Background: an optimization exercise with open tools, aiming at small area, a short achievable clock period and few clock cycles per item. Do not read the settings as production practice.
In this exercise RTL edits were held to simulation tests only and were not proved equivalent to the original.

==> config.mk <==
export PLATFORM = sky130hd
export DESIGN_NAME = seal_engine
export DESIGN_NICKNAME = seal_engine
export VERILOG_FILES = /design/flow/design.v
export SDC_FILE = /design/flow/constraint.sdc
export NUM_CORES = 4
export LEC_CHECK = 0
export CAP_MARGIN = 20
export CORE_MARGIN = 2
export CORE_UTILIZATION = 40
export SLEW_MARGIN = 20
==> constraint.sdc <==
create_clock -name core_clock -period 11.0 [get_ports {clk}]
set_input_delay 2.2000 -clock core_clock [delete_from_list [all_inputs] [get_ports {clk}]]
set_output_delay 2.2000 -clock core_clock [all_outputs]
set_load 0.01 [all_outputs]
==> design.v <==
module seal_sbox_top (
    input  wire [7:0] a,
    output wire [3:0] n
);
    wire U0 = a[7], U1 = a[6], U2 = a[5], U3 = a[4], U4 = a[3], U5 = a[2], U6 = a[1], U7 = a[0];
    wire T1, T2, T3, T4, T5, T6, T7, T8, T9, T10, T11, T12, T13, T14, T15, T16, T17, T18, T19, T20, T21, T22, T23, T24, T25, T26, T27, M1, M2, M3, M4, M5, M6, M7, M8, M9, M10, M11, M12, M13, M14, M15, M16, M17, M18, M19, M20, M21, M22, M23, M24, M25, M26, M27, M28, M29, M30, M31, M32, M33, M34, M35, M36, M37, M38, M39, M40;
    assign T1 = U0 ^ U3;
    assign T2 = U0 ^ U5;
    assign T3 = U0 ^ U6;
    assign T4 = U3 ^ U5;
    assign T5 = U4 ^ U6;
    assign T6 = T1 ^ T5;
    assign T7 = U1 ^ U2;
    assign T8 = U7 ^ T6;
    assign T9 = U7 ^ T7;
    assign T10 = T6 ^ T7;
    assign T11 = U1 ^ U5;
    assign T12 = U2 ^ U5;
    assign T13 = T3 ^ T4;
    assign T14 = T6 ^ T11;
    assign T15 = T5 ^ T11;
    assign T16 = T5 ^ T12;
    assign T17 = T9 ^ T16;
    assign T18 = U3 ^ U7;
    assign T19 = T7 ^ T18;
    assign T20 = T1 ^ T19;
    assign T21 = U6 ^ U7;
    assign T22 = T7 ^ T21;
    assign T23 = T2 ^ T22;
    assign T24 = T2 ^ T10;
    assign T25 = T20 ^ T17;
    assign T26 = T3 ^ T16;
    assign T27 = T1 ^ T12;
    assign M1 = T13 & T6;
    assign M2 = T23 & T8;
    assign M3 = T14 ^ M1;
    assign M4 = T19 & U7;
    assign M5 = M4 ^ M1;
    assign M6 = T3 & T16;
    assign M7 = T22 & T9;
    assign M8 = T26 ^ M6;
    assign M9 = T20 & T17;
    assign M10 = M9 ^ M6;
    assign M11 = T1 & T15;
    assign M12 = T4 & T27;
    assign M13 = M12 ^ M11;
    assign M14 = T2 & T10;
    assign M15 = M14 ^ M11;
    assign M16 = M3 ^ M2;
    assign M17 = M5 ^ T24;
    assign M18 = M8 ^ M7;
    assign M19 = M10 ^ M15;
    assign M20 = M16 ^ M13;
    assign M21 = M17 ^ M15;
    assign M22 = M18 ^ M13;
    assign M23 = M19 ^ T25;
    assign M24 = M22 ^ M23;
    assign M25 = M22 & M20;
    assign M26 = M21 ^ M25;
    assign M27 = M20 ^ M21;
    assign M28 = M23 ^ M25;
    assign M29 = M28 & M27;
    assign M30 = M26 & M24;
    assign M31 = M20 & M23;
    assign M32 = M27 & M31;
    assign M33 = M27 ^ M25;
    assign M34 = M21 & M22;
    assign M35 = M24 & M34;
    assign M36 = M24 ^ M25;
    assign M37 = M21 ^ M29;
    assign M38 = M32 ^ M33;
    assign M39 = M23 ^ M30;
    assign M40 = M35 ^ M36;
    assign n = {M37, M38, M39, M40};
endmodule
module seal_sbox_bot (
    input  wire [7:0] a,
    input  wire [3:0] n,
    output wire [7:0] y
);
    wire U0 = a[7], U1 = a[6], U2 = a[5], U3 = a[4], U4 = a[3], U5 = a[2], U6 = a[1], U7 = a[0];
    wire M37 = n[3], M38 = n[2], M39 = n[1], M40 = n[0];
    wire T1, T2, T3, T4, T5, T6, T7, T8, T9, T10, T11, T12, T13, T15, T16, T17, T18, T19, T20, T21, T22, T23, T27, M41, M42, M43, M44, M45, M46, M47, M48, M49, M50, M51, M52, M53, M54, M55, M56, M57, M58, M59, M60, M61, M62, M63, L0, L1, L2, L3, L4, L5, L6, L7, L8, L9, L10, L11, L12, L13, L14, L15, L16, L17, L18, L19, L20, L21, L22, L23, L24, L25, L26, L27, L28, L29, S0, S1, S2, S3, S4, S5, S6, S7;
    assign T1 = U0 ^ U3;
    assign T2 = U0 ^ U5;
    assign T3 = U0 ^ U6;
    assign T4 = U3 ^ U5;
    assign T5 = U4 ^ U6;
    assign T6 = T1 ^ T5;
    assign T7 = U1 ^ U2;
    assign T8 = U7 ^ T6;
    assign T9 = U7 ^ T7;
    assign T10 = T6 ^ T7;
    assign T11 = U1 ^ U5;
    assign T12 = U2 ^ U5;
    assign T13 = T3 ^ T4;
    assign T15 = T5 ^ T11;
    assign T16 = T5 ^ T12;
    assign T17 = T9 ^ T16;
    assign T18 = U3 ^ U7;
    assign T19 = T7 ^ T18;
    assign T20 = T1 ^ T19;
    assign T21 = U6 ^ U7;
    assign T22 = T7 ^ T21;
    assign T23 = T2 ^ T22;
    assign T27 = T1 ^ T12;
    assign M41 = M38 ^ M40;
    assign M42 = M37 ^ M39;
    assign M43 = M37 ^ M38;
    assign M44 = M39 ^ M40;
    assign M45 = M42 ^ M41;
    assign M46 = M44 & T6;
    assign M47 = M40 & T8;
    assign M48 = M39 & U7;
    assign M49 = M43 & T16;
    assign M50 = M38 & T9;
    assign M51 = M37 & T17;
    assign M52 = M42 & T15;
    assign M53 = M45 & T27;
    assign M54 = M41 & T10;
    assign M55 = M44 & T13;
    assign M56 = M40 & T23;
    assign M57 = M39 & T19;
    assign M58 = M43 & T3;
    assign M59 = M38 & T22;
    assign M60 = M37 & T20;
    assign M61 = M42 & T1;
    assign M62 = M45 & T4;
    assign M63 = M41 & T2;
    assign L0 = M61 ^ M62;
    assign L1 = M50 ^ M56;
    assign L2 = M46 ^ M48;
    assign L3 = M47 ^ M55;
    assign L4 = M54 ^ M58;
    assign L5 = M49 ^ M61;
    assign L6 = M62 ^ L5;
    assign L7 = M46 ^ L3;
    assign L8 = M51 ^ M59;
    assign L9 = M52 ^ M53;
    assign L10 = M53 ^ L4;
    assign L11 = M60 ^ L2;
    assign L12 = M48 ^ M51;
    assign L13 = M50 ^ L0;
    assign L14 = M52 ^ M61;
    assign L15 = M55 ^ L1;
    assign L16 = M56 ^ L0;
    assign L17 = M57 ^ L1;
    assign L18 = M58 ^ L8;
    assign L19 = M63 ^ L4;
    assign L20 = L0 ^ L1;
    assign L21 = L1 ^ L7;
    assign L22 = L3 ^ L12;
    assign L23 = L18 ^ L2;
    assign L24 = L15 ^ L9;
    assign L25 = L6 ^ L10;
    assign L26 = L7 ^ L9;
    assign L27 = L8 ^ L10;
    assign L28 = L11 ^ L14;
    assign L29 = L11 ^ L17;
    assign S0 = L6 ^ L24;
    assign S1 = ~(L16 ^ L26);
    assign S2 = ~(L19 ^ L28);
    assign S3 = L6 ^ L21;
    assign S4 = L20 ^ L22;
    assign S5 = L25 ^ L29;
    assign S6 = ~(L13 ^ L27);
    assign S7 = ~(L6 ^ L23);
    assign y = {S0, S1, S2, S3, S4, S5, S6, S7};
endmodule
module seal_engine (
    input  wire         clk,
    input  wire         rst,
    input  wire         in_valid,
    output wire         in_ready,
    input  wire [127:0] in_key,
    input  wire [16:0]  in_line,
    input  wire [255:0] in_data,
    output reg          out_valid,
    output wire [255:0] out_data
);
    reg         run;         
    reg [5:0]   cnt;         
    reg         fin1;        
    reg         pv;          
    reg [127:0] state;       
    reg [127:0] mu;          
    reg [63:0]  mi;          
    reg [127:0] t0, t1;      
    reg [127:0] rk;          
    reg [15:0]  km;          
    reg [31:0]  kw3;         
    wire start = pv && (!run || (cnt == 6'd39));
    wire load1 = run && (cnt == 6'd0);           
    wire mid0  = run && (cnt == 6'd19);          
    wire mid1  = run && (cnt == 6'd20);          
    wire fin0  = run && (cnt == 6'd39);          
    wire last  = mid0 || mid1 || fin0 || fin1;   
    assign in_ready = mid1;
    assign out_data = {t0, t1};
    wire        kfirst = run && ((cnt == 6'd0) || (cnt == 6'd20));
    wire        kstep  = run && !cnt[0] && (cnt <= 6'd38);
    wire [31:0] k1w3   = (start || mid0) ? kw3 : rk[31:0];
    wire [31:0] k2w3   = kfirst ? kw3 : rk[31:0];
    wire [127:0] kin   = kfirst ? in_key : rk;
    wire [31:0] k1rot = {k1w3[23:0], k1w3[31:24]};
    wire [31:0] k2rot = {k2w3[23:0], k2w3[31:24]};
    wire [15:0] km_next;
    wire [31:0] sub_rot;
    genvar gi;
    generate
        for (gi = 0; gi < 4; gi = gi + 1) begin : g_ksbox
            seal_sbox_top u_top (.a(k1rot[8*gi +: 8]), .n(km_next[4*gi +: 4]));
            seal_sbox_bot u_bot (.a(k2rot[8*gi +: 8]), .n(km[4*gi +: 4]),
                                 .y(sub_rot[8*gi +: 8]));
        end
    endgenerate
    reg [7:0] rcon;
    always @(*) begin
        case (cnt)
            6'd0,  6'd20: rcon = 8'h01;
            6'd2,  6'd22: rcon = 8'h02;
            6'd4,  6'd24: rcon = 8'h04;
            6'd6,  6'd26: rcon = 8'h08;
            6'd8,  6'd28: rcon = 8'h10;
            6'd10, 6'd30: rcon = 8'h20;
            6'd12, 6'd32: rcon = 8'h40;
            6'd14, 6'd34: rcon = 8'h80;
            6'd16, 6'd36: rcon = 8'h1b;
            default:      rcon = 8'h36;
        endcase
    end
    wire [31:0] w0 = kin[127:96];
    wire [31:0] w1 = kin[95:64];
    wire [31:0] w2 = kin[63:32];
    wire [31:0] w3 = kin[31:0];
    wire [31:0] f  = sub_rot ^ {rcon, 24'h0};
    wire [127:0] rkn = {w0 ^ f, (w0 ^ w1) ^ f, (w0 ^ w1 ^ w2) ^ f, (w0 ^ w1 ^ w2 ^ w3) ^ f};
    wire [63:0] mi_next;
    generate
        for (gi = 0; gi < 16; gi = gi + 1) begin : g_top
            seal_sbox_top u_top (.a(state[8*gi +: 8]), .n(mi_next[4*gi +: 4]));
        end
    endgenerate
    wire [127:0] sb;
    generate
        for (gi = 0; gi < 16; gi = gi + 1) begin : g_bot
            seal_sbox_bot u_bot (.a(mu[8*gi +: 8]), .n(mi[4*gi +: 4]), .y(sb[8*gi +: 8]));
        end
    endgenerate
    wire [127:0] sr;
    generate
        for (gi = 0; gi < 16; gi = gi + 1) begin : g_shift
            localparam integer R = gi % 4;
            localparam integer C = gi / 4;
            localparam integer SRC = R + 4 * ((C + R) % 4);
            assign sr[127-8*gi -: 8] = sb[127-8*SRC -: 8];
        end
    endgenerate
    function [7:0] xtime;
        input [7:0] a;
        xtime = {a[6:0], 1'b0} ^ (a[7] ? 8'h1b : 8'h00);
    endfunction
    wire [127:0] mc;
    generate
        for (gi = 0; gi < 4; gi = gi + 1) begin : g_mix
            wire [7:0] a0 = sr[127-32*gi -: 8];
            wire [7:0] a1 = sr[119-32*gi -: 8];
            wire [7:0] a2 = sr[111-32*gi -: 8];
            wire [7:0] a3 = sr[103-32*gi -: 8];
            assign mc[127-32*gi -: 8] = xtime(a0 ^ a1) ^ a1 ^ a2 ^ a3;
            assign mc[119-32*gi -: 8] = xtime(a1 ^ a2) ^ a0 ^ a2 ^ a3;
            assign mc[111-32*gi -: 8] = xtime(a2 ^ a3) ^ a0 ^ a1 ^ a3;
            assign mc[103-32*gi -: 8] = xtime(a3 ^ a0) ^ a0 ^ a1 ^ a2;
        end
    endgenerate
    wire [127:0] out = (last ? sr : mc) ^ rk;
    wire [127:0] xk = {110'b0, load1, in_line} ^ in_key;
    wire [127:0] pk = (mid0 ? in_data[255:128] : in_data[127:0]) ^ in_key;
    always @(posedge clk) begin
        kw3 <= in_key[31:0];
        km  <= km_next;
        mu  <= state;
        mi  <= mi_next;
        if (start || load1)
            state <= xk;
        else if (mid0 || mid1)
            state <= out ^ pk;
        else
            state <= out;
        if (kstep)
            rk <= rkn;
        if (mid0)
            t0 <= out;
        else if (fin0)
            t0 <= out ^ t0;
        if (mid1)
            t1 <= out;
        else if (fin1)
            t1 <= out ^ t1;
    end
    always @(posedge clk) begin
        if (rst) begin
            run       <= 1'b0;
            cnt       <= 6'd0;
            fin1      <= 1'b0;
            pv        <= 1'b0;
            out_valid <= 1'b0;
        end else begin
            pv        <= in_valid && !in_ready;
            fin1      <= fin0;
            out_valid <= fin1;
            if (start) begin
                run <= 1'b1;
                cnt <= 6'd0;
            end else if (fin0) begin
                run <= 1'b0;
                cnt <= 6'd0;
            end else if (run) begin
                cnt <= cnt + 6'd1;
            end
        end
    end
endmodule
==> run.sh <==
#!/bin/bash
# synth_recipe.tcl (not shown) runs the flow's synth.tcl, then flattens the netlist and writes it again
# the make line also repeats each setting of config.mk as NAME=value (left out here)
make -C /OpenROAD-flow-scripts/flow DESIGN_CONFIG=/design/flow/config.mk WORK_HOME=/design/flow/orfs CLKGATE_MAP_FILE= SYNTH_SCRIPT=/design/flow/synth_recipe.tcl finish
==> results of run 1 <==
critical path, cell delays in order, from the launching register on:
cell             delay, ns
dfxtp_1               0.55
nor3b_1               0.76
nand4_1               0.17
buf_4                 0.35
inv_1                 0.50
clkdlybuf4s50_1       0.64
cells by family (layout without fill, tap and decap cells):
kind of cell / Yosys count / after routing / share of synthesized area, %
buffers and inverters: 587 / 1062 / 3.24
and+or+nand+nor: 2174 / 2174 / 13.1
adders and majority gates: 44 / 44 / 0.741
AOI/OAI and AO/OA: 1490 / 1490 / 13.1
xor gates and xnor gates: 2827 / 2827 / 38.9
DFF: 770 / 770 / 25.9
muxes: 371 / 371 / 5.05
other: 0 / 27 / 0
metal layers:
layer | global-route usage (%) | up-vias | share of wire, %
li1 | - | 29100 | -
met1 | 36.4 | 30500 | 41
met2 | 47.8 | 2327 | 47
met3 | 3.59 | 508 | 5.9
met4 | 16.9 | 6 | 6.5
met5 | 0 | - | 0.014
sequential cells by signal, summed over array words and instances (netlist names), 6 cells and up:
name	cells
mu	128
rk	128
state	128
t0	128
t1	128
mi	64
kw3	32
km	16
rcon	8
cnt	6
how the worst max path moves through the flow:
stage          startpoint  endpoint  slack (ns)
5_1_grt               run    km[15]        4.85
6_report              run  in_ready        5.04
3_5_place_dp          run    rk[10]        5.36
4_1_cts               run  in_ready        5.04
3_3_place_gp          run    km[15]        5.57
2_1_floorplan      cnt[2]     rk[0]        0.24
area by class of cell:
type | count | area, µm² | area share, %
inverter | 139 | 522 | 0.604
antenna | 27 | 67.6 | 0.0782
multi-input combinational | 6906 | 52700 | 61.1
timing repair buffer | 738 | 7220 | 8.36
tap | 2480 | 3100 | 3.59
clock buffer | 129 | 2840 | 3.29
clock inverter | 56 | 592 | 0.685
sequential | 770 | 19300 | 22.3
per-stage QoR:
step | cells | area [µm²] | hold slack, ns | worst slack, ns
after floorplan | 8263 | 74300 | 0.329 | 0.238
after global placement | 11000 | 82800 | 0.401 | 5.57
after detailed placement | 11000 | 82900 | 0.406 | 5.36
after CTS | 11200 | 86300 | 0.415 | 5.04
after global routing | 11200 | 86300 | 0.424 | 4.85
final | 11200 | 86300 | 0.413 | 5.04
synth_stat cells, types with 48 or more instances:
master,count,area share [%]
mux2i_1,341,4.6
xor2_1,760,9.0
xnor2_2,60,1.3
and3_1,49,0.41
dfxtp_1,386,10
nand2_1,906,4.6
a22oi_1,52,0.53
inv_1,136,0.69
nand3_1,91,0.61
a211oi_1,68,0.69
xor3_1,48,1.5
xnor2_1,1740,21
o211ai_1,70,0.71
or3_1,53,0.45
o21ai_0,366,2.5
o221ai_1,55,0.65
xnor3_1,157,4.8
clkbuf_1,303,1.5
nor2_1,646,3.3
buf_2,99,0.67
a21oi_1,418,2.8
nor2b_1,75,0.63
edfxtp_1,384,16
nand2b_1,65,0.55
nor3_1,91,0.61
layout by cell type, fill, tap and decap left out, types with 157 or more instances in the layout:
master | synthesis | routed
o21ai_0 | 366 | 366
nor2_1 | 646 | 643
mux2i_1 | 341 | 341
xnor3_1 | 157 | 157
dfxtp_1 | 386 | 386
xnor2_1 | 1740 | 1738
a21oi_1 | 418 | 417
nand2_1 | 906 | 903
clkdlybuf4s50_1 | 0 | 661
xor2_1 | 760 | 759
edfxtp_1 | 384 | 384
==> results.json, run 1 <==
{
  "status": "complete, no violations",
  "grt_pass1_wl_mm": 408,
  "drive_gt1_share_pct": 5.44,
  "dr.pass1.iters": 6,
  "syn_nets": 8711,
  "rsz0062_at_grt": "no",
  "hold-path-cell-count": 0,
  "portBuffers": 661,
  "track_usage_pct": 29.0,
  "cts_sinks": 770,
  "worst_pin_slew_ns": 1.24,
  "synth_warnings": 1,
  "ios": 662,
  "grt_overflow": 0,
  "syn_inst": 8263,
  "ctsResizeCount": 0,
  "drc": 0,
  "reg2reg_slack_ns": 5.15,
  "antenna_left": 0,
  "gp_congestion": 0.989,
  "maxClockFrequency_ghz": 0.168,
  "drt_iter0_drc": 5872,
  "clk_pin_slew_ns": 0.06,
  "fillerInstances": 17700,
  "insertion_delay_ns": 0.76,
  "dieArea_mm2": 0.189,
  "arrival_ns": 3.76,
  "drv_cap": 0,
  "async_flop_share_pct": 0,
  "final_max_slew_viol_count": 0,
  "dpl.hpwl_mm": 229,
  "wire_per_inst_um": 25.5,
  "nets": 9101,
  "worstSetupPathType": "flop to output port",
  "syn2layout_area_growth_pct": 16.2,
  "slew_headroom_pct": 16.5,
  "syn_area_mm2": 0.0743,
  "clk_path_buf_depth": 3,
  "cts_tree": "yes",
  "rows": 158,
  "wl_mm": 287,
  "start_kind": "flop",
  "start_util_pct": 40.1,
  "period_share_pct": 54.1,
  "holdPathEnd": "mu[0]",
  "htreeDepth": 3,
  "r2r-end": "rk[2]",
  "vias_per_cell": 5.56,
  "die_h_um": 435,
  "cp_data_required_time_ns": 8.80,
  "antenna_found_initial": 35,
  "synth-seq-cells": 770,
  "synth_edf_count": 384,
  "die_w_um": 435,
  "worst-path-max-fanout": 47,
  "synthDistinctLibCells": 108,
  "r2r-start": "run",
  "fin_skew_ns": 0.0387,
  "holdBufCountCts": 0,
  "synth.avg_cell_area_um2": 8.99,
  "finalCoreUtilization_pct": 46.7,
  "grt_max_degree": 130,
  "postCtsSetupBuffers": 0,
  "min_from": "state[0]",
  "setup_viol": 0,
  "core_mm2": 0.185,
  "vias": 62500,
  "rr_worst_depth": 12,
  "ys_seq_area_share_pct": 25.9,
  "root_buffer": "clkbuf_16",
  "hold_viol": 0,
  "ys.flop_type": "dfxtp_1",
  "worstSetupEndpointType": "output port",
  "cts_buffers": 98,
  "post-route-min-period_ns": 5.96,
  "first_global_vias": 58200,
  "hp-class": "flop to flop",
  "setup_tns_ns": 0
}
Testbench counts, summed over its fixed seeds: cycles 15,384, lines 384.
==> run 2: changes to the inputs <==
--- a/config.mk
+++ b/config.mk
@@ -7,2 +7,3 @@
 export LEC_CHECK = 0
+export ABC_AREA = 1
 export CAP_MARGIN = 20
==> run 2 against run 1 <==
  * Wire length increased by 22%
  * Register-to-register slack improved by 0.57 ns
  * Critical path depth increased by 17
  * Non-clock buffer count decreased by 29
  * Worst setup slack improved by 0.68 ns
  * Sequential share of layout area decreased by 1.0 points
  * Fmax increased by 13%
==> results.json, run 2 <==
{
  "first_global_vias": 76700,
  "worstSetupPathType": "flop to flop",
  "syn_area_mm2": 0.0780,
  "portBuffers": 661,
  "worst_pin_slew_ns": 1.23,
  "drv_cap": 0,
  "status": "complete, no violations",
  "die_w_um": 445,
  "synth_top_area_share_pct": 27.7,
  "slew_headroom_pct": 17.3,
  "drive_gt1_share_pct": 2.75,
  "vias_per_cell": 5.28,
  "crit_slowest_cell": "buf_4",
  "ctsResizeCount": 0,
  "syn2layout_area_growth_pct": 15.9,
  "ios": 662,
  "reg2reg_slack_ns": 5.72,
  "syn_inst": 12700,
  "fin_skew_ns": 0.0436,
  "synth_commonest_cells": "nand2_1 (5,753), nand3_1 (1,565), inv_1 (1,257), xor2_1 (1,089), xnor2_1 (681)",
  "yosys-top-cells-area": "nand2_1 (28%), edfxtp_1 (15%), xor2_1 (12%)",
  "dr.pass1.iters": 9,
  "post-route-min-period_ns": 5.28,
  "arrival_ns": 5.76,
  "synth_edf_count": 384,
  "core_mm2": 0.194,
  "nets": 13700,
  "path_cells": "inv_1 -> ha_1 -> nand3_1 -> nor2_2 -> nor2_4 -> buf_4 -> buf_4 -> buf_4 -> nand2_1 -> nand2_1 -> xnor2_1 -> nand2_1 -> nand2_1 -> or2_2 -> nand3_1 -> or2_2 -> nand2_1 -> xor2_1 -> inv_1 -> nand2_1 -> nand2_1 -> xor2_1",
  "clk_pin_slew_ns": 0.06,
  "antenna_found_initial": 20,
  "final_max_slew_viol_count": 0,
  "postCtsSetupBuffers": 0,
  "synth_warnings": 1,
  "layout_common_cells": "nand2_1 (5,750), nand3_1 (1,564), inv_1 (1,254)",
  "grt_max_degree": 129,
  "holdPathEnd": "mu[19]",
  "synth-seq-cells": 770,
  "worstSetupEndpointType": "flop",
  "synthSimpleGateAreaFrac_pct": 42.6,
  "yosys.area.top_type": "nand2_1",
  "insertion_delay_ns": 0.76,
  "synth_top_family_by_area": "simple AND/OR/NAND/NOR gates",
  "hold_ws_ns": 0.357,
  "synthDistinctLibCells": 53,
  "wl_mm": 351,
  "drt_iter0_drc": 8121,
  "cts_sinks": 770,
  "antenna_left": 0,
  "hp-class": "flop to flop",
  "synth.avg_cell_area_um2": 6.15,
  "track_usage_pct": 34.1,
  "place_inst": 15700,
  "cp_data_required_time_ns": 11.48,
  "grt_pass1_wl_mm": 503,
  "grt_overflow": 0,
  "gp_congestion": 1.04,
  "start_util_pct": 40.1,
  "yosysMostFrequentCell": "nand2_1",
  "hold_viol": 0,
  "layout.cells.non_filler": 15800,
  "cts_buffers": 95,
  "async_flop_share_pct": 0,
  "r2r-end": "rk[109]",
  "worst-path-max-fanout": 54,
  "rsz0062_at_grt": "no",
  "synth-xor-area-share_pct": 20.7,
  "cts_tree": "yes",
  "ys_seq_area_share_pct": 24.7,
  "ys.flop_type": "dfxtp_1",
  "r2r-start": "cnt[0]",
  "root_buffer": "clkbuf_16",
  "min_from": "state[19]",
  "hold-path-cell-count": 0,
  "drc": 0,
  "wire_per_inst_um": 22.1,
  "syn_nets": 13100,
  "dieArea_mm2": 0.198,
  "rr_worst_depth": 22,
  "maxClockFrequency_ghz": 0.189,
  "clk_path_buf_depth": 3,
  "rows": 162,
  "dpl.hpwl_mm": 291,
  "holdBufCountCts": 0,
  "vias": 83600,
  "max_stage_delay_ns": 0.62,
  "setup_tns_ns": 0,
  "synthAdderAreaFrac_pct": 0.706,
  "setup_viol": 0,
  "synth_compound_area_share_pct": 2.73,
  "htreeDepth": 3,
  "start_kind": "flop",
  "muxShareOfSynthArea_pct": 1.07,
  "crit_top_cell": "nand2_1",
  "layout_commonest_cell": "nand2_1",
  "die_h_um": 445,
  "period_share_pct": 48.0
}
[run 2: changes by cell type in the layout (fill, tap and decap cells not counted), moves of 75 or more]
| cell | delta |
|---|---|
| nand2_1 | +4847 |
| nand3_1 | +1474 |
| inv_1 | +1118 |
| xnor2_1 | -1057 |
| a21oi_1 | -366 |
| xor2_1 | +330 |
| mux2i_1 | -258 |
| nor2_1 | -229 |
| xnor3_1 | -153 |
| o21ai_0 | -120 |
| nand4_1 | +97 |
| nor3_1 | -84 |
| nor2b_1 | -75 |
[run 2: how the worst max path moves through the flow]
stage | from | cells after the start | to
2_1_floorplan | cnt[2] | 6 | rk[0]
3_3_place_gp | cnt[0] | 22 | rk[109]
3_5_place_dp | cnt[0] | 22 | rk[109]
4_1_cts | cnt[0] | 22 | rk[109]
5_1_grt | cnt[1] | 22 | rk[109]
6_report | cnt[0] | 22 | rk[109]
[run 2: kinds of logic after synthesis]
group | after synthesis
simple gates | 8062
xor+xnor | 1805
buf+inv | 1543
flops | 770
compound gates | 380
mux | 83
fa+ha+maj | 44
[run 2: stage by stage]
step | setup slack (ns) | cell area (µm²) | utilization [%]
final | 5.72 | 90400 | 46.5
after global routing | 5.41 | 90400 | 46.5
after detailed placement | 5.86 | 87100 | 44.8
after global placement | 5.93 | 87100 | 44.8
after CTS | 5.87 | 90400 | 46.5
after floorplan | 0.283 | 78000 | -
[run 2: critical path, delay by kind of cell (launching register included)]
| kind | cells | cell delay [ns] |
|---|---|---|
| xor+xnor | 3 | 0.69 |
| simple gates | 13 | 1.94 |
| fa+ha+maj | 1 | 0.22 |
| flops | 1 | 0.35 |
| buf+inv | 5 | 1.77 |
[run 2: final cells by class]
cell class | instances | area [µm²]
clock inverters | 52 | 488
well taps | 2542 | 3180
repair buffers | 709 | 7010
clock buffers | 126 | 2740
multi-input cells | 10400 | 52900
fillers | 20200 | 104000
flip-flops and latches | 770 | 19300
diodes | 9 | 22.5
inverters | 1267 | 4780
[run 2: layer usage]
| layer | wire length [µm] | track usage (%) | vias to the layer above |
|---|---|---|---|
| li1 | - | - | 40700 |
| met1 | 144000 | 43.1 | 39100 |
| met2 | 158000 | 55.6 | 3183 |
| met3 | 27300 | 6.12 | 618 |
| met4 | 21300 | 17.6 | 8 |
| met5 | 46 | 0 | - |
==> run 3: changes to the inputs <==
--- a/design.v
+++ b/design.v
@@ -191,12 +191,13 @@
     reg [31:0]  kw3;         
-    wire start = pv && (!run || (cnt == 6'd39));
-    wire load1 = run && (cnt == 6'd0);           
-    wire mid0  = run && (cnt == 6'd19);          
-    wire mid1  = run && (cnt == 6'd20);          
-    wire fin0  = run && (cnt == 6'd39);          
-    wire last  = mid0 || mid1 || fin0 || fin1;   
+    reg  stok;                   
+    reg  load1;                  
+    reg  mid0;                   
+    reg  mid1;                   
+    reg  fin0;                   
+    reg  last;                   
+    reg  kfirst;                 
+    reg  kstep;                  
+    wire start = pv && stok;
     assign in_ready = mid1;
     assign out_data = {t0, t1};
-    wire        kfirst = run && ((cnt == 6'd0) || (cnt == 6'd20));
-    wire        kstep  = run && !cnt[0] && (cnt <= 6'd38);
     wire [31:0] k1w3   = (start || mid0) ? kw3 : rk[31:0];
@@ -300,6 +301,33 @@
     end
+    reg       run_n;
+    reg [5:0] cnt_n;
+    always @(*) begin
+        run_n = run;
+        cnt_n = cnt;
+        if (rst) begin
+            run_n = 1'b0;
+            cnt_n = 6'd0;
+        end else if (start) begin
+            run_n = 1'b1;
+            cnt_n = 6'd0;
+        end else if (fin0) begin
+            run_n = 1'b0;
+            cnt_n = 6'd0;
+        end else if (run) begin
+            cnt_n = cnt + 6'd1;
+        end
+    end
     always @(posedge clk) begin
+        run    <= run_n;
+        cnt    <= cnt_n;
+        stok   <= !run_n || (cnt_n == 6'd39);
+        load1  <= run_n && (cnt_n == 6'd0);
+        mid0   <= run_n && (cnt_n == 6'd19);
+        mid1   <= run_n && (cnt_n == 6'd20);
+        fin0   <= run_n && (cnt_n == 6'd39);
+        last   <= run_n && ((cnt_n == 6'd19) || (cnt_n == 6'd20) || (cnt_n == 6'd39))
+                  || (fin0 && !rst);
+        kfirst <= run_n && ((cnt_n == 6'd0) || (cnt_n == 6'd20));
+        kstep  <= run_n && !cnt_n[0] && (cnt_n <= 6'd38);
         if (rst) begin
-            run       <= 1'b0;
-            cnt       <= 6'd0;
             fin1      <= 1'b0;
@@ -311,11 +339,2 @@
             out_valid <= fin1;
-            if (start) begin
-                run <= 1'b1;
-                cnt <= 6'd0;
-            end else if (fin0) begin
-                run <= 1'b0;
-                cnt <= 6'd0;
-            end else if (run) begin
-                cnt <= cnt + 6'd1;
-            end
         end
==> run 3 against run 2 <==
  * Still clean on timing, DRC and antenna
  * Wire length fell by 6.8%
  * Fmax is 14% higher
  * Sequential cell count grew 8
  * Worst setup slack gained 0.64 ns
  * Final cell count fell by 3.7%
  * Via count decreased by 4.8%
  * Count of clock-buffer cells in the layout is 4 higher
  * Die area down 2.0%
  * Non-clock buffer count is 3 higher
  * Sequential share of layout area up 0.59 points
  * Critical path type unchanged
  * Largest cell class unchanged
==> results.json, run 3 <==
{
  "hp-class": "flop to flop",
  "synth_top_area_share_pct": 26.8,
  "cts_sinks": 778,
  "dieArea_mm2": 0.194,
  "core_mm2": 0.190,
  "holdBufCountCts": 0,
  "slew_headroom_pct": 17.1,
  "synth_commonest_cells": "nand2_1 (5,446), nand3_1 (1,435), inv_1 (1,176), xor2_1 (1,044), xnor2_1 (788)",
  "rsz0062_at_grt": "no",
  "clk_pin_slew_ns": 0.06,
  "synth-seq-cells": 778,
  "drv_cap": 0,
  "grt_max_degree": 121,
  "drt_iter0_drc": 7322,
  "grt_overflow": 0,
  "yosysMostFrequentCell": "nand2_1",
  "setup_tns_ns": 0,
  "syn_inst": 12100,
  "drive_gt1_share_pct": 2.84,
  "ctsResizeCount": 0,
  "portBuffers": 661,
  "syn_area_mm2": 0.0764,
  "rows": 160,
  "cts_tree": "yes",
  "gp_congestion": 0.998,
  "path_cells": "inv_6 -> nand2_4 -> o21ai_0 -> xnor2_1 -> xor2_1 -> xor2_1 -> xnor2_1 -> ha_1 -> xnor2_1 -> xor2_1 -> xnor2_1 -> inv_1 -> nand2_1 -> a21oi_1 -> a21oi_1 -> inv_1",
  "dpl.hpwl_mm": 271,
  "synthDistinctLibCells": 55,
  "antenna_found_initial": 35,
  "finalCoreUtilization_pct": 46.7,
  "dr.pass1.iters": 6,
  "period_share_pct": 42.1,
  "nets": 13100,
  "status": "complete, no violations",
  "die_h_um": 441,
  "grt_pass1_wl_mm": 472,
  "worst_pin_slew_ns": 1.23,
  "root_buffer": "clkbuf_16",
  "start_kind": "flop",
  "syn_nets": 12600,
  "layout_commonest_cell": "nand2_1",
  "worst-path-max-fanout": 64,
  "wire_per_inst_um": 21.4,
  "ios": 662,
  "yosys.area.top_type": "nand2_1",
  "start_util_pct": 40.2,
  "track_usage_pct": 32.6,
  "ff_latch_area_mm2": 0.0194,
  "synth.avg_cell_area_um2": 6.30,
  "layout_common_cells": "nand2_1 (5,444), nand3_1 (1,435), inv_1 (1,172)",
  "async_flop_share_pct": 0,
  "setup_viol": 0,
  "hold_viol": 0,
  "final_cell_area_mm2": 0.0888,
  "crit_top_cell": "xnor2_1",
  "crit_slowest_cell": "dfxtp_4",
  "syn2layout_area_growth_pct": 16.2,
  "vias_per_cell": 5.22,
  "antenna_left": 0,
  "worstSetupEndpointType": "flop",
  "max_stage_delay_ns": 0.73,
  "cts_buffers": 96,
  "synth_edf_count": 384,
  "place_inst": 15100,
  "layout.cells.non_filler": 15300,
  "clk_path_buf_depth": 3,
  "insertion_delay_ns": 0.76,
  "postCtsSetupBuffers": 0,
  "ys_seq_area_share_pct": 25.4,
  "htreeDepth": 3,
  "ys.flop_type": "dfxtp_1",
  "post-place-ws_ns": 6.01,
  "fin_ws_ns": 6.37,
  "cp_data_required_time_ns": 11.65,
  "maxClockFrequency_ghz": 0.216,
  "post-route-min-period_ns": 4.63,
  "die_w_um": 441,
  "synth_warnings": 1,
  "drc": 0,
  "fin_skew_ns": 0.0445,
  "multiInputGateArea_mm2": 0.0514,
  "wl_mm": 327,
  "worstSetupPathType": "flop to flop",
  "placed_cell_area_mm2": 0.0854,
  "fillerInstances": 19600,
  "arrival_ns": 5.28,
  "first_global_vias": 73700,
  "yosys-top-cells-area": "nand2_1 (27%), edfxtp_1 (15%), xor2_1 (12%)",
  "vias": 79600,
  "final_max_slew_viol_count": 0
}
## run 3: cell count changes in the layout (fill, tap and decap cells not counted), sizes merged, moves of 19 or more
cell / delta
mux2i: +32
nand3: -131
or2: -28
xor2: -34
nand2: -311
o21ai: -19
nor2: -108
xnor2: +123
inv: -83
## run 3: cells by family after synthesis
family,synth area share (%)
simple gates,40.0
xor+xnor,22.2
compound gates,2.78
mux,1.52
fa+ha+maj,0.672
flops,25.4
buf+inv,7.35
## run 3: final timing paths
check,startpoint,endpoint,slack [ns],cells after the start
max,mid0,km[7],6.37,16
min,state[51],mu[51],0.36,0
max reg2reg,mid0,km[7],6.37,16
min reg2reg,state[51],mu[51],0.36,0
## run 3: final cells by class
type                    instances  share of cell area, %
well taps                    2511                   3.54
clock inverters                50                  0.568
repair buffers                712                   7.90
multi-input cells            9886                   57.9
flip-flops and latches        778                   21.9
clock buffers                 130                   3.12
inverters                    1186                   5.04
diodes                         15                 0.0423
## run 3: worst max-delay path: cells and delay by family, from the launching register on
kind / cells / cell delay [ns]
xor gates and xnor gates: 7 / 1.74
and+or+nand+nor: 2 / 0.71
adders and majority gates: 1 / 0.26
DFF: 1 / 0.73
AOI/OAI and AO/OA: 3 / 0.56
buffers and inverters: 3 / 0.48
## run 3: per-layer routing
layer	GRT usage [%]	vias up	share of wire (%)
met3	5.47	590	7.3
met5	0	-	0.034
met1	41.5	37100	42
met2	52.5	2938	45
met4	17.8	14	6.2
li1	-	39000	-
## run 3: metrics by stage
stage	hold slack [ns]
floorplan	0.329
global placement	0.360
detailed placement	0.358
CTS	0.364
global route	0.370
finish	0.363
Testbench counts of run 3, summed over its fixed seeds: cycles 15,384, lines 384.
==> run 4: changes to the inputs <==
--- a/config.mk
+++ b/config.mk
@@ -10,3 +10,3 @@
 export CORE_MARGIN = 2
-export CORE_UTILIZATION = 40
+export CORE_UTILIZATION = 60
 export SLEW_MARGIN = 20
==> run 4 against run 3 <==
  * Still clean on timing, DRC and antenna
  * Count of clock-buffer cells in the layout down 6
  * Via count grew 5.8%
  * Area after synthesis unchanged
  * Critical endpoint is now rk[50]
  * Highest routed layer unchanged
==> results.json, run 4 <==
{
  "status": "complete, no violations",
  "max_stage_delay_ns": 0.66,
  "syn_area_mm2": 0.0764,
  "path_cells": "buf_4 -> buf_4 -> nor2_1 -> a21oi_2 -> xor2_2 -> xor2_1 -> nand2_1 -> xor2_1 -> xnor2_1 -> xor2_1 -> xnor2_1 -> xor2_2 -> xor2_1",
  "synth.avg_cell_area_um2": 6.30,
  "drive_gt1_share_pct": 2.55,
  "wl_mm": 309,
  "slew_headroom_pct": 26.4,
  "dpl.hpwl_mm": 249,
  "holdBufCountCts": 0,
  "worst_pin_slew_ns": 1.09,
  "synth_commonest_cells": "nand2_1 (5,446), nand3_1 (1,435), inv_1 (1,176), xor2_1 (1,044), xnor2_1 (788)",
  "fin_skew_ns": 0.0412,
  "ys_seq_area_share_pct": 25.4,
  "antenna_left": 0,
  "insertion_delay_ns": 0.74,
  "ys.flop_type": "dfxtp_1",
  "synth_top_area_share_pct": 26.8,
  "portBuffers": 661,
  "ctsResizeCount": 0,
  "grt_max_degree": 93,
  "rsz0062_at_grt": "no",
  "yosys.area.top_type": "nand2_1",
  "synth-seq-cells": 778,
  "synth_warnings": 1,
  "cts_sinks": 778,
  "start_kind": "flop",
  "hold-path-cell-count": 0,
  "yosys-top-cells-area": "nand2_1 (27%), edfxtp_1 (15%), xor2_1 (12%)",
  "async_flop_share_pct": 0,
  "synthDistinctLibCells": 55,
  "post-route-min-period_ns": 5.12,
  "period_share_pct": 46.6,
  "setup_tns_ns": 0,
  "crit_top_cell": "xor2_1",
  "grt_overflow": 0,
  "drc": 0,
  "root_buffer": "clkbuf_16",
  "hold_viol": 0,
  "grt_pass1_wl_mm": 454,
  "worst-path-max-fanout": 63,
  "hp-class": "flop to flop",
  "vias_per_cell": 5.86,
  "dr.pass1.iters": 12,
  "vias": 84200,
  "postCtsSetupBuffers": 0,
  "setup_viol": 0,
  "cts_buffers": 88,
  "clk_pin_slew_ns": 0.07,
  "drt_iter0_drc": 11600,
  "cts_tree": "yes",
  "synth_edf_count": 384,
  "clk_path_buf_depth": 3,
  "die_h_um": 361,
  "rows": 130,
  "track_usage_pct": 45.3,
  "crit_family": "XOR/XNOR gates",
  "dieArea_mm2": 0.130,
  "nets": 13100,
  "cp_num_cells": 13,
  "start_util_pct": 60.6,
  "worstSetupEndpointType": "flop",
  "antenna_found_initial": 26,
  "cp_data_required_time_ns": 11.45,
  "yosysMostFrequentCell": "nand2_1",
  "layout_commonest_cell": "nand2_1",
  "crit_slowest_cell": "buf_4",
  "core_mm2": 0.126,
  "first_global_vias": 77600,
  "die_w_um": 361,
  "post-place-ws_ns": 5.97,
  "rr_worst_depth": 13,
  "drv_cap": 0,
  "worstPathBufferInverterCount": 2,
  "layout_common_cells": "nand2_1 (5,444), nand3_1 (1,435), inv_1 (1,172)",
  "syn_inst": 12100,
  "final_max_slew_viol_count": 0,
  "arrival_ns": 5.57,
  "fin_ws_ns": 5.88,
  "wire_per_inst_um": 21.5,
  "syn_nets": 12600,
  "syn2layout_area_growth_pct": 14.2,
  "ios": 662,
  "gp_congestion": 1.11,
  "maxClockFrequency_ghz": 0.195,
  "worstSetupPathType": "flop to flop",
  "hold_ws_ns": 0.370,
  "htreeDepth": 3,
  "reg2reg_slack_ns": 5.88
}
-- run 4: cell counts after synthesis --
No cell type changed its count.
-- run 4: worst register-to-register path, cell delays in order (launching register included) --
cell	delay, ns
dfxtp_4	0.63
buf_4	0.68
buf_4	0.68
nor2_1	0.23
a21oi_2	0.28
xor2_2	0.30
xor2_1	0.31
nand2_1	0.15
xor2_1	0.30
xnor2_1	0.18
xor2_1	0.17
xnor2_1	0.25
xor2_2	0.52
xor2_1	0.16
-- run 4: worst paths after layout --
path / to / from
worst max-delay path: rk[50] / kfirst
worst min register to register: mu[3] / state[3]
worst max register to register: rk[50] / kfirst
worst min-delay path: mu[3] / state[3]
-- run 4: area by class of cell --
type                       instances  area, µm²
tap                             1650       2060
timing repair buffer             688       6820
clock buffer                     124       2540
multi-input combinational       9886      51400
sequential                       778      19400
clock inverter                    42        513
antenna                           16       40.0
fill                           10500      38800
inverter                        1186       4470
-- run 4: routing by layer --
| metal | global-route usage (%) | part of all wire, % | vias to the layer above |
|---|---|---|---|
| li1 | - | - | 38900 |
| met1 | 56.1 | 37 | 38500 |
| met2 | 69.9 | 42 | 5570 |
| met3 | 11.3 | 12 | 1236 |
| met4 | 30.1 | 8.1 | 8 |
| met5 | 0 | 0.021 | - |
-- run 4: cells by family (layout without fill, tap and decap cells) --
kind of cell / after synthesis / in the layout / synth area share (%)
fa+ha+maj: 41 / 41 / 0.672
other cells: 0 / 16 / 0
flops: 778 / 778 / 25.4
mux: 116 / 116 / 1.52
simple gates: 7456 / 7456 / 40.0
compound gates: 385 / 385 / 2.78
xor+xnor: 1888 / 1888 / 22.2
buf+inv: 1459 / 2040 / 7.35
-- run 4: metrics by stage --
stage	instances	util (%)	cell area, µm²
after floorplan	12100	-	76400
after global routing	14400	69.2	87300
after global placement	14200	66.8	84200
final	14400	69.2	87300
after CTS	14400	69.2	87200
after detailed placement	14200	66.8	84200
==> run 5: changes to the inputs <==
--- a/design.v
+++ b/design.v
@@ -183,3 +183,2 @@
     reg         fin1;        
-    reg         pv;          
     reg [127:0] state;       
@@ -191,3 +190,2 @@
     reg [31:0]  kw3;         
-    reg  stok;                   
     reg  load1;                  
@@ -199,6 +197,7 @@
     reg  kstep;                  
-    wire start = pv && stok;
+    reg  start;                  
+    reg  ksel;                   
     assign in_ready = mid1;
     assign out_data = {t0, t1};
-    wire [31:0] k1w3   = (start || mid0) ? kw3 : rk[31:0];
+    wire [31:0] k1w3   = ksel ? kw3 : rk[31:0];
     wire [31:0] k2w3   = kfirst ? kw3 : rk[31:0];
@@ -276,5 +275,7 @@
     endgenerate
-    wire [127:0] out = (last ? sr : mc) ^ rk;
+    wire [127:0] pk;
+    wire [127:0] kx  = mid0 || mid1 ? rk ^ pk : rk;
+    wire [127:0] out = (last ? sr : mc) ^ kx;
     wire [127:0] xk = {110'b0, load1, in_line} ^ in_key;
-    wire [127:0] pk = (mid0 ? in_data[255:128] : in_data[127:0]) ^ in_key;
+    assign pk = (mid0 ? in_data[255:128] : in_data[127:0]) ^ in_key;
     always @(posedge clk) begin
@@ -286,4 +287,2 @@
             state <= xk;
-        else if (mid0 || mid1)
-            state <= out ^ pk;
         else
@@ -292,10 +291,6 @@
             rk <= rkn;
-        if (mid0)
-            t0 <= out;
-        else if (fin0)
-            t0 <= out ^ t0;
-        if (mid1)
-            t1 <= out;
-        else if (fin1)
-            t1 <= out ^ t1;
+        if (mid0 || fin0)
+            t0 <= out ^ (mid0 ? pk : t0);
+        if (mid1 || fin1)
+            t1 <= out ^ (mid1 ? pk : t1);
     end
@@ -322,3 +317,2 @@
         cnt    <= cnt_n;
-        stok   <= !run_n || (cnt_n == 6'd39);
         load1  <= run_n && (cnt_n == 6'd0);
@@ -331,8 +325,9 @@
         kstep  <= run_n && !cnt_n[0] && (cnt_n <= 6'd38);
+        start  <= !rst && in_valid && !in_ready && (!run_n || (cnt_n == 6'd39));
+        ksel   <= !rst && in_valid && !in_ready && (!run_n || (cnt_n == 6'd39))
+                  || run_n && (cnt_n == 6'd19);
         if (rst) begin
             fin1      <= 1'b0;
-            pv        <= 1'b0;
             out_valid <= 1'b0;
         end else begin
-            pv        <= in_valid && !in_ready;
             fin1      <= fin0;
--- a/config.mk
+++ b/config.mk
@@ -10,3 +10,3 @@
 export CORE_MARGIN = 2
-export CORE_UTILIZATION = 60
+export CORE_UTILIZATION = 40
 export SLEW_MARGIN = 20
==> run 5 against run 4 <==
  * Global-route usage down 13 points
  * Die area up 60%
  * Critical endpoint is now rk[84]
==> results.json, run 5 <==
{
  "vias": 86800,
  "grt_max_degree": 89,
  "synth_edf_count": 384,
  "yosys.area.top_type": "nand2_1",
  "syn_nets": 13700,
  "drv_cap": 0,
  "async_flop_share_pct": 0,
  "layout_common_cells": "nand2_1 (5,407), nand3_1 (2,017), inv_1 (1,353)",
  "r2r-end": "rk[84]",
  "insertion_delay_ns": 0.78,
  "htreeDepth": 3,
  "gp_congestion": 1.02,
  "syn_area_mm2": 0.0816,
  "met1_length_mm": 144,
  "rows": 165,
  "multiInputGateArea_mm2": 0.0558,
  "arrival_ns": 5.13,
  "finalCoreUtilization_pct": 46.5,
  "cts_sinks": 778,
  "min_from": "state[99]",
  "track_usage_pct": 32.0,
  "yosysMostFrequentCell": "nand2_1",
  "cts_tree": "yes",
  "r2r-start": "kfirst",
  "worst_pin_slew_ns": 1.20,
  "die_h_um": 456,
  "syn_inst": 13300,
  "synthDistinctLibCells": 62,
  "antenna_found_initial": 40,
  "setup_viol": 0,
  "ff_latch_area_mm2": 0.0194,
  "ys.flop_type": "dfxtp_1",
  "cp_data_required_time_ns": 11.46,
  "hp-class": "flop to flop",
  "wl_met3_mm": 25.4,
  "route.met2.wl_mm": 149,
  "dpl.hpwl_mm": 282,
  "top_layer": "met5",
  "drc": 0,
  "synth-seq-cells": 778,
  "core_mm2": 0.203,
  "dieArea_mm2": 0.208,
  "first_global_vias": 78800,
  "final_max_slew_viol_count": 0,
  "synth.avg_cell_area_um2": 6.15,
  "setup_tns_ns": 0,
  "rsz0062_at_grt": "no",
  "grt_overflow": 0,
  "layout_commonest_cell": "nand2_1",
  "antenna_left": 0,
  "status": "complete, no violations",
  "wl_mm": 345,
  "reg2reg_slack_ns": 6.33,
  "portBuffers": 661,
  "maxClockFrequency_ghz": 0.214,
  "vias_per_cell": 5.24,
  "period_share_pct": 42.5,
  "slew_headroom_pct": 19.7,
  "holdBufCountCts": 0,
  "syn2layout_area_growth_pct": 15.4,
  "ios": 662,
  "fillerInstances": 21300,
  "start_kind": "flop",
  "dr.pass1.iters": 9,
  "clk_path_buf_depth": 3,
  "drt_iter0_drc": 9168,
  "cts_buffers": 100,
  "postCtsSetupBuffers": 0,
  "worstSetupEndpointType": "flop",
  "nets": 14200,
  "wire_per_inst_um": 20.8,
  "drive_gt1_share_pct": 4.02,
  "die_w_um": 456,
  "yosys-top-cells-area": "nand2_1 (25%), edfxtp_1 (14%), nand3_1 (12%)",
  "hold_viol": 0,
  "fin_skew_ns": 0.0364,
  "root_buffer": "clkbuf_16",
  "ys_seq_area_share_pct": 23.8,
  "rr_worst_depth": 11,
  "hold-path-cell-count": 0,
  "synth_top_area_share_pct": 24.9,
  "worst-path-max-fanout": 72,
  "synth_warnings": 1,
  "post-route-min-period_ns": 4.67,
  "grt_pass1_wl_mm": 502,
  "clk_pin_slew_ns": 0.07,
  "holdPathEnd": "mu[99]",
  "synth_commonest_cells": "nand2_1 (5,410), nand3_1 (2,017), inv_1 (1,355), xor2_1 (950), xnor2_1 (681)",
  "start_util_pct": 40.3,
  "ctsResizeCount": 0,
  "worstSetupPathType": "flop to flop"
}
-- run 5: cell types whose count changed in the layout (fill, tap and decap cells not counted), sizes merged, moves of 87 or more --
cell   previous run  this run
xnor2           815       709
inv            1191      1374
or2              52       227
xor2           1073       986
o21ai           267       593
nand3          1439      2024
-- run 5: logic make-up (layout without fill, tap and decap cells) --
family                     after synthesis  after routing  share of synthesized area (%)
AOI/OAI and AO/OA                      712            712                           4.69
xor gates and xnor gates              1699           1699                           19.0
adders and majority gates               41             41                          0.628
buffers and inverters                 1687           2257                           7.88
DFF                                    778            778                           23.8
muxes                                   79             79                          0.970
other                                    0             29                              0
and+or+nand+nor                       8276           8276                           43.0
-- run 5: worst max-delay path, stage by stage (launching register included) --
cell and delay [ns]:
dfxtp_4 0.69, buf_4 0.73, nor2_1 0.17, a21oi_2 0.31
xor2_2 0.33, nor2_2 0.10, xor2_2 0.29, xor2_1 0.34
xnor2_1 0.21, xnor2_4 0.30, xor2_2 0.69, xnor2_1 0.18
-- run 5: layer usage --
metal	up-vias	track usage (%)
li1	43200	-
met1	39600	41.2
met5	-	0
met4	12	21.3
met3	657	4.38
met2	3317	49.9
-- run 5: per-stage QoR --
stage / hold slack (ns) / cells / instance area, µm² / setup WS [ns]
2_1_floorplan: 0.329 / 13300 / 81600 / 5.99
3_3_place_gp: 0.365 / 16300 / 90700 / 5.99
3_5_place_dp: 0.357 / 16300 / 90700 / 6.07
4_1_cts: 0.365 / 16500 / 94100 / 6.48
5_1_grt: 0.366 / 16500 / 94200 / 6.17
6_report: 0.363 / 16500 / 94200 / 6.33
-- run 5: area by class of cell --
cell class	count	share of cell area, %
timing repair buffer	705	7.40
sequential	778	20.6
tap	2672	3.55
clock inverter	46	0.478
clock buffer	144	3.17
inverter	1362	5.46
antenna	29	0.0770
multi-input combinational	10800	59.2
-- run 5: worst max-delay path by stage --
stage,to,slack (ns),start,cells past startpoint
4_1_cts,rk[84],6.48,kfirst,11
3_3_place_gp,t0[7],5.99,in_data[7],9
6_report,rk[84],6.33,kfirst,11
2_1_floorplan,t0[0],5.99,mid0,8
5_1_grt,rk[121],6.17,kfirst,13
3_5_place_dp,t1[4],6.07,in_data[4],8
Testbench counts of run 5, summed over its fixed seeds: cycles 15,384, lines 384.
==> run 6: changes to the inputs <==
==> flow/run.sh (new file) <==
#!/bin/bash
# Own layout flow: the standard synthesis, then the combinational logic of
# its netlist is mapped again to the standard cells with flow/remap.abc (the
# registers stay the standard synthesis's cells, with their names), then the standard flow's
# standard layout from floorplan to finish on that netlist.
set -euo pipefail
W=$(pwd)
R=$W/orfs/results/$FLOW_PLATFORM/seal_engine/base
LIB=$FLOW_HOME/platforms/$FLOW_PLATFORM/lib/sky130_fd_sc_hd__tt_025C_1v80.lib
YOSYS=$(command -v yosys || echo /OpenROAD-flow-scripts/tools/install/yosys/bin/yosys)

bash standard.sh synth > std_synth.log 2>&1

cp $R/1_2_yosys.v $W/std_1_2_yosys.v
# registers and tie cells stay as they are: blackbox stubs for their types
SEQ=$(grep -oE 'sky130_fd_sc_hd__[a-z0-9_]+' $W/std_1_2_yosys.v | sort -u \
      | grep -E '__(df|edf|sdf|sedf|dl|conb)' | sed 's/^/=/' | tr '\n' ' ')
cat > $W/remap.ys <<EOT
read_liberty -lib $LIB
select $SEQ
write_verilog -blackboxes -selected $W/remap_stubs.v
design -reset
read_liberty -wb -ignore_miss_func $LIB
read_verilog -lib -overwrite $W/remap_stubs.v
read_verilog $W/std_1_2_yosys.v
hierarchy -check -top $FLOW_TOP
flatten -wb
opt_clean -purge
tee -o $W/remap_before.txt stat
abc -script $W/flow/remap.abc -liberty $LIB -dont_use *lpflow* -dont_use *probe* -constr $W/remap.constr -D 11000
opt_clean -purge
hilomap -singleton -hicell sky130_fd_sc_hd__conb_1 HI -locell sky130_fd_sc_hd__conb_1 LO
splitnets
opt_clean -purge
rename -hide w:* i:* %d o:* %d
tee -o $W/remap_stat.txt stat -liberty $LIB
write_verilog -noattr -noexpr -nohex -nodec $R/1_2_yosys.v
EOT
printf 'set_driving_cell sky130_fd_sc_hd__buf_1\nset_load 5\n' > $W/remap.constr
$YOSYS -l $W/remap_yosys.log -q -s $W/remap.ys > /dev/null 2>&1
$YOSYS -l $W/remap_check.log -q -p "read_liberty -lib $LIB; read_verilog $R/1_2_yosys.v; hierarchy -check -top $FLOW_TOP; check -assert" > /dev/null 2>&1
rm -f $R/1_synth.odb $R/1_synth.sdc

bash standard.sh SETUP_SLACK_MARGIN=6.5 finish > std_finish.log 2>&1
==> flow/remap.abc (new file) <==
strash
dc2
&get -n
&st
&dch -f
&nf
&put
buffer -c
upsize -c
dnsize -c
==> standard.sh (new file) <==
#!/bin/bash
# synth_recipe.tcl (not shown) runs the flow's synth.tcl, then flattens the netlist and writes it again
# the make line also repeats each setting of config.mk as NAME=value (left out here)
make -C /OpenROAD-flow-scripts/flow DESIGN_CONFIG=/design/flow/config.mk WORK_HOME=/design/flow/orfs CLKGATE_MAP_FILE= SYNTH_SCRIPT=/design/flow/synth_recipe.tcl "${@:-finish}"
removed: run.sh
==> run 6 against run 5 <==
  * Area after synthesis down 22%
  * Count of clock-buffer cells in the layout down 15
  * Design area down 19%
  * Global-route usage down 5.7 points
  * Die area down 22%
  * Worst setup slack better by 0.25 ns
  * Hold slack better by 0.0040 ns
==> results.json, run 6 <==
{
  "status": "complete, no violations",
  "arrival_ns": 4.87,
  "grt_pass1_wl_mm": 314,
  "cts_tree": "yes",
  "drt_iter0_drc": 4060,
  "clk_pin_slew_ns": 0.06,
  "setup_viol": 0,
  "syn2layout_area_growth_pct": 20.7,
  "synth.avg_cell_area_um2": 10.0,
  "fillerInstances": 14800,
  "portBuffers": 661,
  "r2r-start": "mu[8]",
  "first_global_vias": 45700,
  "vias": 46000,
  "start_kind": "flop",
  "post-place-ws_ns": 5.65,
  "core_mm2": 0.158,
  "drv_cap": 0,
  "maxClockFrequency_ghz": 0.226,
  "drc": 0,
  "ios": 662,
  "wire_per_inst_um": 23.9,
  "dpl.hpwl_mm": 176,
  "rsz0062_at_grt": "yes",
  "clk_path_buf_depth": 3,
  "antenna_found_initial": 15,
  "start_util_pct": 40.1,
  "layout_commonest_cell": "xnor2_1",
  "syn_area_mm2": 0.0633,
  "syn_nets": 6723,
  "holdBufCountCts": 0,
  "synth_warnings": 1,
  "worstSetupPathType": "flop to flop",
  "nets": 7330,
  "die_h_um": 402,
  "layout_common_cells": "xnor2_1 (1,714), xor2_1 (822), clkdlybuf4s50_1 (661)",
  "track_usage_pct": 26.2,
  "cp_data_required_time_ns": 11.45,
  "dieArea_mm2": 0.162,
  "post-route-min-period_ns": 4.42,
  "period_share_pct": 40.2,
  "hp-class": "flop to flop",
  "insertion_delay_ns": 0.72,
  "worst-path-max-fanout": 8,
  "worst_pin_slew_ns": 1.15,
  "r2r-end": "t0[95]",
  "hold_viol": 0,
  "dr.pass1.iters": 5,
  "worstSetupEndpointType": "flop",
  "worstSetupEndpoint": "t0[95]",
  "reg2reg_slack_ns": 6.58,
  "vias_per_cell": 5.06,
  "final_max_slew_viol_count": 0,
  "rr_worst_depth": 12,
  "die_w_um": 402,
  "cts_buffers": 96,
  "drive_gt1_share_pct": 7.65,
  "slew_headroom_pct": 23.1,
  "fin_skew_ns": 0.0322,
  "setup_tns_ns": 0,
  "antenna_left": 0,
  "critPathLaunch": "mu[8]",
  "grt_max_degree": 122,
  "cts_sinks": 778,
  "fin_ws_ns": 6.58,
  "rows": 146,
  "min_from": "state[123]",
  "wl_mm": 217,
  "htreeDepth": 3,
  "root_buffer": "clkbuf_16",
  "grt_overflow": 0,
  "gp_congestion": 0.941,
  "syn_inst": 6319
}
[run 6: how the worst min path moves through the flow]
| stage | endpoint | slack [ns] | cells past startpoint |
|---|---|---|---|
| 2_1_floorplan | mu[103] | 0.33 | 0 |
| 3_3_place_gp | mu[115] | 0.36 | 0 |
| 3_5_place_dp | mu[123] | 0.36 | 0 |
| 4_1_cts | mu[123] | 0.37 | 0 |
| 5_1_grt | mu[123] | 0.37 | 0 |
| 6_report | mu[123] | 0.37 | 0 |
[run 6: timing repair]
action	4_1_cts	5_1_grt
endpoints found under the setup margin	152	222
resized for setup	41	106
cloned	1	0
pin swaps	0	6
setup buffers	0	8
[run 6: critical path, stage by stage, from the launching register on]
cell	delay (ns)
dfxtp_1	0.41
xor3_2	0.57
xnor3_1	0.39
nand2_1	0.20
xor2_1	0.26
xnor3_1	0.32
xnor2_2	0.36
xnor3_2	0.45
xor2_1	0.20
xnor2_1	0.35
o21ai_2	0.19
xnor2_2	0.33
xnor2_1	0.12
[run 6: cell type report]
| class | instances | area (µm²) | share of cell area [%] |
|---|---|---|---|
| diodes | 3 | 7.51 | 0.00982 |
| clock buffers | 129 | 2740 | 3.58 |
| clock inverters | 53 | 562 | 0.735 |
| inverters | 52 | 195 | 0.255 |
| multi-input cells | 5299 | 43800 | 57.4 |
| flip-flops and latches | 778 | 19400 | 25.4 |
| well taps | 2072 | 2590 | 3.39 |
| repair buffers | 699 | 7050 | 9.23 |
[run 6: stage by stage]
step           instance area, µm²  util (%)  cells  hold slack, ns
3_3_place_gp                72100      45.7   8891           0.361
4_1_cts                     75600      47.9   9074           0.368
3_5_place_dp                72100      45.7   8891           0.359
5_1_grt                     76400      48.4   9083           0.373
2_1_floorplan               63300         -   6319           0.329
6_report                    76400      48.4   9085           0.367
[run 6: per-layer routing]
layer | global-route usage (%) | wire, µm | share of wire (%)
met1 | 35.5 | 94300 | 43
met4 | 7.88 | 6590 | 3.0
met2 | 43.2 | 102000 | 47
met5 | 0 | 37 | 0.017
met3 | 3.88 | 14800 | 6.8

-- afterwards: timing with drivers on the ports --
In the flow no input, the clock included, has a driving cell. The finished layouts below were timed again as built, in two steps.
Step 1, drivers: a clkbuf_16 drives clk and a buf_2 each remaining input, both assumed.
Step 2 times the ports against the registers' clock, not the clock port: input delays grow and output delays shrink by t, the midpoint of the rising clock arrivals with the driver on.
Three values: ideal, step 1, step 2; two values: the first two.
run	shift t [ns]	setup slack, ns	latest minus earliest clock arrival (ns)
run 1	0.837	5.044 / 4.947 / 5.152	0.039 / 0.039
run 2	0.830	5.721 / 5.721 / 5.721	0.044 / 0.044
run 3	0.829	6.365 / 6.365 / 5.946	0.049 / 0.048
run 4	0.804	5.877 / 5.877 / 5.877	0.045 / 0.045
run 5	0.841	6.326 / 6.326 / 6.093	0.037 / 0.037
run 6	0.788	6.578 / 6.497 / 6.179	0.035 / 0.035
After both steps every run listed still meets setup and hold. The setup slack of run 3, which loses most, moves by 0.000 ns with the drivers and by -0.419 ns with both steps.
